Background: an optimization exercise with open tools, aiming at small area, a short achievable clock period and few clock cycles per item. Do not read the settings as production practice.
Only simulation tests tie the RTL to the original design; equivalence was not proved.

Setup of violet:
// plate_backend
module plate_backend (
    input  wire        clk,
    input  wire        rst,           
    input  wire        in_valid,
    output wire        in_ready,
    input  wire [15:0] in_v,          
    input  wire [15:0] in_gain_f,     
    input  wire [15:0] in_gain_u,     
    input  wire [15:0] in_ofs_f,      
    input  wire [15:0] in_ofs_u,      
    input  wire [15:0] in_master,     
    input  wire [15:0] in_knee,       
    input  wire        in_split,      
    input  wire        in_dark,       
    input  wire [3:0]  in_depth,      
    input  wire [1:0]  in_dither,     
    input  wire [2:0]  in_px,         
    input  wire [2:0]  in_py,         
    input  wire [2:0]  in_t,          
    input  wire        in_lim_en,     
    input  wire [15:0] in_lim,        
    output wire        out_valid,
    input  wire        out_ready,
    output wire [13:0] out_code
);
For scale: roughly 14000 cells after synthesis, ~3100 flip-flops.
==> flow/config.mk <==
export PLATFORM = sky130hd
export DESIGN_NAME = plate_backend
export DESIGN_NICKNAME = plate_backend
export VERILOG_FILES = /design/flow/design.v
export SDC_FILE = /design/flow/constraint.sdc
export NUM_CORES = 4
export LEC_CHECK = 0
export CAP_MARGIN = 20
export CORE_MARGIN = 2
export CORE_UTILIZATION = 60
export PLACE_DENSITY = 0.72
export SETUP_SLACK_MARGIN = 5
export SLEW_MARGIN = 20
==> flow/constraint.sdc <==
create_clock -name core_clock -period 11.0 [get_ports {clk}]
set_input_delay 2.2000 -clock core_clock [delete_from_list [all_inputs] [get_ports {clk}]]
set_output_delay 2.2000 -clock core_clock [all_outputs]
set_load 0.01 [all_outputs]
run.sh (not shown) runs the stock make flow with config.mk's settings and CLKGATE_MAP_FILE= SYNTH_SCRIPT=/design/flow/synth_recipe.tcl, a recipe that flattens the netlist after the stock synthesis.
Testbench counts of violet, summed over its fixed seeds: cycles 3,352, items 3,200.
The following lists how raven was set up differently from violet:
- SETUP_SLACK_MARGIN changed from 5 to 4
- CTS_CLUSTER_DIAMETER newly set to 80
- CTS_CLUSTER_SIZE newly set to 24
- CORE_UTILIZATION changed from 60 to 40
- PLACE_DENSITY changed from 0.72 to 0.6
- CTS_BUF_LIST newly set to sky130_fd_sc_hd__clkbuf_4 sky130_fd_sc_hd__clkbuf_8 sky130_fd_sc_hd__clkbuf_16
## What came out
raven reached the end of the flow, and the finished layout is clean on the timing, design-rule and antenna checks.
Compared raven against violet; combined area of the multi-input logic cells within noise.
Higher number of buffer and inverter stages on the critical path among raven and violet: raven
Cmp raven and violet / growth of design area from synthesis to finish / lower: raven
met3 wirelength from detailed routing for raven is lower than for violet.
On raven: sequential share of layout area is 0.68 points higher than what violet gave.
raven vs violet, instance count: raven higher
raven -> violet: clock latency of the later-clocked register in the worst-skew pair flat
Between raven and violet, full die area is higher for raven, violet comes in under that.
## Diff of input files: xenon against raven
- CTS_BUF_LIST removed (was sky130_fd_sc_hd__clkbuf_4 sky130_fd_sc_hd__clkbuf_8 sky130_fd_sc_hd__clkbuf_16)
- CTS_CLUSTER_DIAMETER removed (was 80)
- SETUP_SLACK_MARGIN changed from 4 to 5
- CTS_CLUSTER_SIZE removed (was 24)
==> comparison <==
- Re sequential share of layout area: xenon and raven aren't equal, and the lower value belongs to xenon.
- Changes observed in xenon relative to raven: wire length reported by the detailed router rose 1.5%; number of cells on the critical path rose 2.
Edits applied to the flow inputs when going from xenon to willow:
- setting CTS_CLUSTER_SIZE to 24 for the first time
- setting CTS_CLUSTER_DIAMETER to 80 for the first time
- setting CTS_BUF_LIST to sky130_fd_sc_hd__clkbuf_4 sky130_fd_sc_hd__clkbuf_8 sky130_fd_sc_hd__clkbuf_16 for the first time
- setting TNS_END_PERCENT to 5 for the first time
Notes after the runs:
Sequential share of layout area, xenon and willow, lower one = xenon. willow | status: complete | timing, DRC, antenna: pass. Diff willow..xenon | final global-route overflow total | unchanged.

## separate check: timing with driven ports
Ports are ideal in the flow. The routed layouts listed here were re-timed in OpenROAD.
Step 1 sets driving cells, clkbuf_16 on the clock port and buf_2 on the other inputs (assumed; they add their load-dependent delay and slew).
Step 2, shift: input delay + t, output delay - t, t = (earliest + latest rising clock arrival at the registers) / 2. This alone moves slack from input paths to output paths.
a / b / c = ideal / step 1 / step 2; a / b = the first two.
run	t (ns)	slack for setup (ns)	worst setup path after step 2
violet	0.978	5.134 / 5.134 / 5.134	register to register
raven	0.993	5.026 / 5.026 / 5.026	register to register
xenon	1.003	5.397 / 5.397 / 5.397	register to register
willow	0.994	5.348 / 5.348 / 5.348	register to register
After both steps every run listed still meets setup and hold.
